Background: an optimization exercise with open tools, aiming at small area and a short achievable clock period. Do not read the settings as production practice. At most, simulation tests tie the RTL to the original design; equivalence was not proved. Power figures rest on the tool's default switching activity, not on a simulated workload.

// long_acc4
module long_acc4 (
    input  wire         clk,
    input  wire         rst,
    input  wire [1:0]   cmd,
    input  wire [8:0]   open_w,
    input  wire [5:0]   open_c,
    input  wire         open_clamp,
    input  wire         open_lost,
    input  wire [3:0]   fmt_a,
    input  wire [15:0]  a,
    input  wire [7:0]   scale_a,
    input  wire [3:0]   fmt_b,
    input  wire [63:0]  b,
    input  wire [31:0]  scale_b,
    output reg          out_valid,
    output wire [511:0] out_acc,
    output wire         out_clamp,
    output wire         out_lost
);
clock: 26.0 ns
lec_check: 0
cap_margin: 20
core_margin: 2
core_utilization: 35
cts_cluster_diameter: 110
cts_cluster_size: 22
slew_margin: 20
standard.sh (not shown) runs the stock make flow with config.mk's settings and CLKGATE_MAP_FILE= SYNTH_SCRIPT=/design/flow/synth_recipe.tcl, a recipe that flattens the netlist after the stock synthesis.
==> flow/flow/run.sh <==
#!/bin/bash
# The standard layout, with plain buffers (not delay buffers) on the ports and
# timing repair aimed at 19.3 ns of setup slack.
set -uo pipefail
export BUFFER_PORTS_ARGS="-buffer_cell sky130_fd_sc_hd__buf_1"
export SETUP_SLACK_MARGIN=19.3
bash standard.sh > standard.log 2>&1
Then changed:
--- a/flow/design.v
+++ b/flow/design.v
@@ -257,25 +257,25 @@
     wire w113 = w49 ^ w76 ^ w77;
     wire w114 = (w49 & w76) | (w49 & w77) | (w76 & w77);
     wire w115 = w50 ^ w78 ^ w79;
     wire w116 = (w50 & w78) | (w50 & w79) | (w78 & w79);
     wire w117 = row[5][9] ^ w80 ^ w81;
     wire w118 = (row[5][9] & w80) | (row[5][9] & w81) | (w80 & w81);
     wire w119 = ~row[4][12] ^ row[5][10] ^ w82;
     wire w120 = (~row[4][12] & row[5][10]) | (~row[4][12] & w82) | (row[5][10] & w82);
     wire w121 = 1'b1 ^ row[5][11];
     wire w122 = 1'b1 & row[5][11];
     wire [22:0] x = {~row[5][12], w120, w118, w116, w114, w112, w110, w108, w106, w104, w102, w100, w98, w96, w94, w92, w90, w88, w86, w84, nx[1], row[0][1], row[0][0]};
     wire [22:0] y = {w122, w121, w119, w117, w115, w113, w111, w109, w107, w105, w103, w101, w99, w97, w95, w93, w91, w89, w87, w85, w83, 1'b0, nx[0]};
-    lt_add23 u_cpa (.a(x), .b(y), .s(p));
+    assign p = x + y;
 endmodule
 module lt_clamp (
     input  wire [22:0] p,
     input  wire [4:0]  dc,
     input  wire        frc,
     output wire        clamp
 );
     reg ge;
     integer i;
     always @(*) begin
         ge = 1'b0;
         for (i = 0; i < 22; i = i + 1)
@@ -334,53 +334,24 @@
             for (k = 0; k < 10; k = k + 1)
                 if (i + 22 - 16 * k > 37) m = k + 1;
             u[i] = (i < 64) ? extl[m] : (ext[m] || (hi[i] ? cp : cn));
             for (k = 0; k < 10; k = k + 1) begin
                 n = i + 22 - 16 * k;
                 if (n >= 0 && n <= 37)
                     u[i] = u[i] | (qsel[k] && f[n]);
             end
         end
     end
     assign t = u;
 endmodule
-module lt_add23 (
-    input  wire [22:0] a,
-    input  wire [22:0] b,
-    output wire [22:0] s
-);
-    reg [31:0] g, p, G, P;
-    reg [22:0] c;
-    integer i, l;
-    always @(*) begin
-        p = {9'd0, a ^ b};
-        g = {9'd0, a & b};
-        G = g;
-        P = p;
-        for (l = 1; l < 32; l = l * 2)
-            for (i = 2 * l - 1; i < 32; i = i + 2 * l) begin
-                G[i] = G[i] | (P[i] & G[i-l]);
-                P[i] = P[i] & P[i-l];
-            end
-        for (l = 8; l >= 1; l = l / 2)
-            for (i = 3 * l - 1; i < 32; i = i + 2 * l) begin
-                G[i] = G[i] | (P[i] & G[i-l]);
-                P[i] = P[i] & P[i-l];
-            end
-        c[0] = 1'b0;
-        for (i = 1; i < 23; i = i + 1)
-            c[i] = G[i-1];
-    end
-    assign s = p[22:0] ^ c;
-endmodule
 module lt_flush (
     input  wire [15:0] g,
     input  wire [15:0] p,
     input  wire        en,
     input  wire        clr,
     output wire [15:0] cin
 );
     reg [15:0] gg, pp, gn, pn;
     integer i, l;
     always @(*) begin
         gg = g;
         pp = p;
The changed run produced a clean layout. First-iteration DRC count decreases by 1.2%. Final cell count increases by about 1.4%. Die area is about the same. Count of clock-buffer cells in the layout increases by 2. Routed wire length decreases by about 3%. Final area hardly moves. Setup slack is better by 0.016 ns.
Only the layout flow was run in the first run of this note; the RTL was not checked for function there.

========
## 10-28
RTL: one of the versions met above, not the one the previous note started from.
For scale: about 9200 cells after synthesis, ~930 flip-flops, roughly 660 I/O pins, about 81000 sq um of cells after synthesis.
## long_acc4
module long_acc4 (
    input  wire         clk,
    input  wire         rst,
    input  wire [1:0]   cmd,
    input  wire [8:0]   open_w,
    input  wire [5:0]   open_c,
    input  wire         open_clamp,
    input  wire         open_lost,
    input  wire [3:0]   fmt_a,
    input  wire [15:0]  a,
    input  wire [7:0]   scale_a,
    input  wire [3:0]   fmt_b,
    input  wire [63:0]  b,
    input  wire [31:0]  scale_b,
    output reg          out_valid,
    output wire [511:0] out_acc,
    output wire         out_clamp,
    output wire         out_lost
);
    localparam CMD_OPEN   = 2'd1;
    localparam CMD_UPDATE = 2'd2;
    localparam CMD_READ   = 2'd3;
    wire        ia_nan, ia_inf, ia_fs, ia_nz;
    wire [11:0] ia_v;
    wire [7:0]  ia_ef, ia_sc;
    wire [3:0]  ia_tz;
    wire [5:0]  ia_one, ia_two, ia_ng;
    lt_decode u_dec_a (
        .fmt(fmt_a), .x(a), .scale(scale_a),
        .is_nan(ia_nan), .is_inf(ia_inf), .fs(ia_fs), .v(ia_v), .nz(ia_nz),
        .ef(ia_ef), .sc(ia_sc), .tz(ia_tz)
    );
    lt_booth u_booth (.a(ia_v), .one(ia_one), .two(ia_two), .ng(ia_ng));
    reg         updD, rdD, clrD, oclD, olsD;
    reg [3:0]   faD, fbD;
    reg         anD, aiD, azD;
    reg [7:0]   aeD, asD;
    reg [3:0]   atD;
    reg [5:0]   oneD, twoD, ngD;
    reg [3:0]   negD;
    reg [11:0]  bvD  [0:3];
    reg [7:0]   beD  [0:3];
    reg [7:0]   bsD  [0:3];
    reg [3:0]   bnD, biD;
    reg signed [8:0] win_w;
    reg [5:0]   c_d;
    always @(posedge clk) begin
  ...
Settings: LEC_CHECK=0, CAP_MARGIN=20, CORE_MARGIN=2, CORE_UTILIZATION=35, SLEW_MARGIN=20; clock period 26.0 ns.
Scripts as last shown in full above: flow/flow/run.sh
Relative to 10-28, the following input files were edited for 03-27:
--- a/flow/design.v
+++ b/flow/design.v
@@ -279,25 +279,14 @@
     always @(*) begin
         ge = 1'b0;
         for (i = 0; i < 22; i = i + 1)
             ge = ge | ((p[i] ^ p[22]) && (dc <= i));
     end
     assign clamp = frc || ge;
 endmodule
-module lt_tz (
-    input  wire [11:0] v,
-    output reg  [3:0]  tz
-);
-    integer k;
-    always @(*) begin
-        tz = 4'd0;
-        for (k = 10; k >= 0; k = k - 1)
-            if (v[k]) tz = k[3:0];
-    end
-endmodule
 module lt_place (
     input  wire [22:0]  p,
     input  wire [7:0]   s8,
     input  wire         clamp,
     input  wire [127:0] hi,       
     output wire [127:0] t
 );
@@ -400,15 +389,14 @@
         .ef(ia_ef), .sc(ia_sc), .tz(ia_tz)
     );
     lt_booth u_booth (.a(ia_v), .one(ia_one), .two(ia_two), .ng(ia_ng));
     reg         updD, rdD, clrD, oclD, olsD;
     reg [3:0]   faD, fbD;
     reg         anD, aiD, azD;
     reg [7:0]   aeD, asD;
-    reg [3:0]   atD;
     reg [5:0]   oneD, twoD, ngD;
     reg [3:0]   negD;
     reg [11:0]  bvD  [0:3];
     reg [7:0]   beD  [0:3];
     reg [7:0]   bsD  [0:3];
     reg [3:0]   bnD, biD;
     reg signed [8:0] win_w;
@@ -422,15 +410,14 @@
         faD  <= fmt_a;
         fbD  <= fmt_b;
         anD  <= ia_nan;
         aiD  <= ia_inf;
         azD  <= ia_nz;
         aeD  <= ia_ef;
         asD  <= ia_sc;
-        atD  <= ia_tz;
         oneD <= ia_one;
         ngD  <= ia_ng;
         twoD <= ia_two;
         if (rst) begin
             win_w <= 9'sd0;
             c_d   <= 6'd0;
         end else if (cmd == CMD_OPEN) begin
@@ -464,45 +451,40 @@
     lt_bias u_bias_a (.fmt(faD), .b(bias_a));
     lt_bias u_bias_b (.fmt(fbD), .b(bias_b));
     wire signed [11:0] sh0 = $signed({4'd0, aeD}) + $signed({4'd0, asD})
                            + bias_a + bias_b - win_w;
     wire signed [11:0] kk  = $signed({5'd0, ~c_d[5:0]}) + 12'sd64;
     wire signed [11:0] sp0 = sh0 + 12'sd22;
     wire signed [11:0] dk  = kk - sh0;
-    wire signed [11:0] lt0 = -(sh0 + $signed({8'd0, atD}));
     reg         rdM, clrM, oclM, olsM, updM;
     reg [5:0]   c_m;
-    reg         fclM, flsM;
+    reg         fclM;
     reg [22:0]  pM   [0:3];
     reg [7:0]   sM   [0:3];
     reg [4:0]   dcM  [0:3];
     reg [3:0]   frcM;
-    wire [3:0] fcl_n, fls_n;
+    wire [3:0] fcl_n;
     generate
         for (j = 0; j < 4; j = j + 1) begin : g_mul
             wire [22:0] p;
             lt_mul u_mul (
                 .one(oneD), .two(twoD), .b(bvD[j]), .nx(ngD ^ {6{negD[j]}}), .p(p)
             );
-            wire [3:0] btz;
-            lt_tz u_tz (.v(bvD[j]), .tz(btz));
             wire b_nz   = (bvD[j] != 12'd0) && !bnD[j] && !biD[j];
             wire nz     = azD && b_nz;
             wire nan    = anD || bnD[j];
             wire inf    = !nan && (aiD || biD[j]);
             wire inf_nz = inf && (aiD || azD) && (biD[j] || b_nz);
             wire        [8:0]  e  = {1'b0, beD[j]} + {1'b0, bsD[j]};
             wire signed [11:0] sp = sp0 + $signed({3'd0, e});
             wire signed [11:0] d  = dk - $signed({3'd0, e});
-            wire               lt = $signed({2'd0, e + {5'd0, btz}}) < lt0;
-            wire [7:0] s8  = !(updD && nz) ? 8'hF0 : sp[11] ? 8'h00 : sp[7:0];
+            wire [7:0] s8  = (!(updD && nz) || (!sp[11] && (|sp[10:8]))) ? 8'hF0 : sp[11] ? 8'h00 : sp[7:0];
             wire [4:0] dc  = (updD && nz && !d[11] && (d < 12'sd22)) ? d[4:0] : 5'd31;
             wire       frc = updD && (inf_nz || (nz && d[11]));
             assign fcl_n[j] = updD && (nan || inf);
-            assign fls_n[j] = updD && nz && lt;
             always @(posedge clk) begin
                 pM[j]  <= p;
                 sM[j]  <= s8;
                 dcM[j]  <= dc;
                 frcM[j] <= frc;
             end
         end
@@ -510,31 +492,38 @@
     always @(posedge clk) begin
         rdM  <= rdD && !rst;
         updM <= updD;
         clrM <= clrD;
         oclM <= oclD;
         olsM <= olsD;
         fclM <= |fcl_n;
-        flsM <= |fls_n;
         if (clrD)
             c_m <= c_d;
     end
     reg [127:0] hi;
     integer i;
     always @(*) begin
         for (i = 0; i < 128; i = i + 1)
             hi[i] = (i < 64) ? 1'b1 : (i == 127) ? 1'b0 : (c_m <= 6'(126 - i));
     end
     reg [127:0] acc [0:3];
     reg         flag_clamp, flag_lost;
-    wire [3:0]  clB;
+    wire [3:0]  clB, lsB;
     generate
         for (j = 0; j < 4; j = j + 1) begin : g_acc
             wire [127:0] t, sum;
             lt_clamp u_clamp (.p(pM[j]), .dc(dcM[j]), .frc(frcM[j]), .clamp(clB[j]));
+            reg lost;
+            integer m;
+            always @(*) begin
+                lost = 1'b0;
+                for (m = 0; m < 22; m = m + 1)
+                    lost = lost | (pM[j][m] && ({1'b0, sM[j]} + m < 9'd22));
+            end
+            assign lsB[j] = lost;
             lt_place u_place (
                 .p(pM[j]), .s8(sM[j]), .clamp(clB[j]), .hi(hi), .t(t)
             );
             wire [127:0] ag = acc[j];
             reg  [15:1]  pc;
             wire [15:0]  pk = {pc, 1'b0};
             wire [16:0]  sc;                 
@@ -570,13 +559,13 @@
     always @(posedge clk) begin
         out_valid <= rdM && !rst;
         if (clrM) begin
             flag_clamp <= oclM;
             flag_lost  <= olsM;
         end else begin
             flag_clamp <= flag_clamp | fclM | (|clB);
-            flag_lost  <= flag_lost  | flsM;
+            flag_lost  <= flag_lost  | (|lsB);
         end
     end
     assign out_clamp = flag_clamp;
     assign out_lost  = flag_lost;
 endmodule
==> comparison <==
Comparing 10-28 and 03-27, the higher power was measured on 10-28.
Global-route met2 utilization ended up 3.3 points higher on 03-27 than on 10-28.
Re global-route usage: 10-28 and 03-27 aren't equal, and the higher value belongs to 03-27.
Of 10-28 and 03-27, the run reporting the lower multi-input logic area was 10-28.
03-27 vs 10-28: post-synth design cell area up by a few percent
In 03-27, the sequential share of layout area came out 1.3 points below the value in 10-28.
Function not checked in 03-27: the RTL went through the layout flow alone.

re-timing with driven ports:
No port has a modelled driver above. Below, the same layouts with a new extraction and two added sets of constraints.
Step 1 assumes that a clkbuf_16 drives the clock port and a buf_2 every other input.
Step 2, shift: input delay + t, output delay - t, t = (earliest + latest rising clock arrival at the registers) / 2. This alone moves slack from input paths to output paths.
Three values: no drivers, after step 1, after step 2; two values: the first two.
| run | shift t [ns] | setup WS [ns] | worst setup path after step 2 | clock arrival spread, ns | worst slew at a driven data input, ns |
|---|---|---|---|---|---|
| the first run of note 1 | 0.848 | 19.310 / 19.228 / 18.619 | input to register | 0.157 / 0.157 | 0.08 |
| the second run of note 1 | 0.843 | 19.326 / 19.232 / 18.682 | input to register | 0.130 / 0.130 | 0.09 |
| 10-28 | 0.899 | 19.342 / 19.246 / 18.666 | input to register | 0.111 / 0.110 | 0.10 |
| 03-27 | 0.900 | 19.164 / 19.164 / 18.505 | input to register | 0.087 / 0.088 | 0.11 |
After both steps every run listed still meets setup and hold. For the first run of note 1, which loses most, drivers alone change the setup slack by -0.082 ns; drivers and shift together by -0.691 ns.
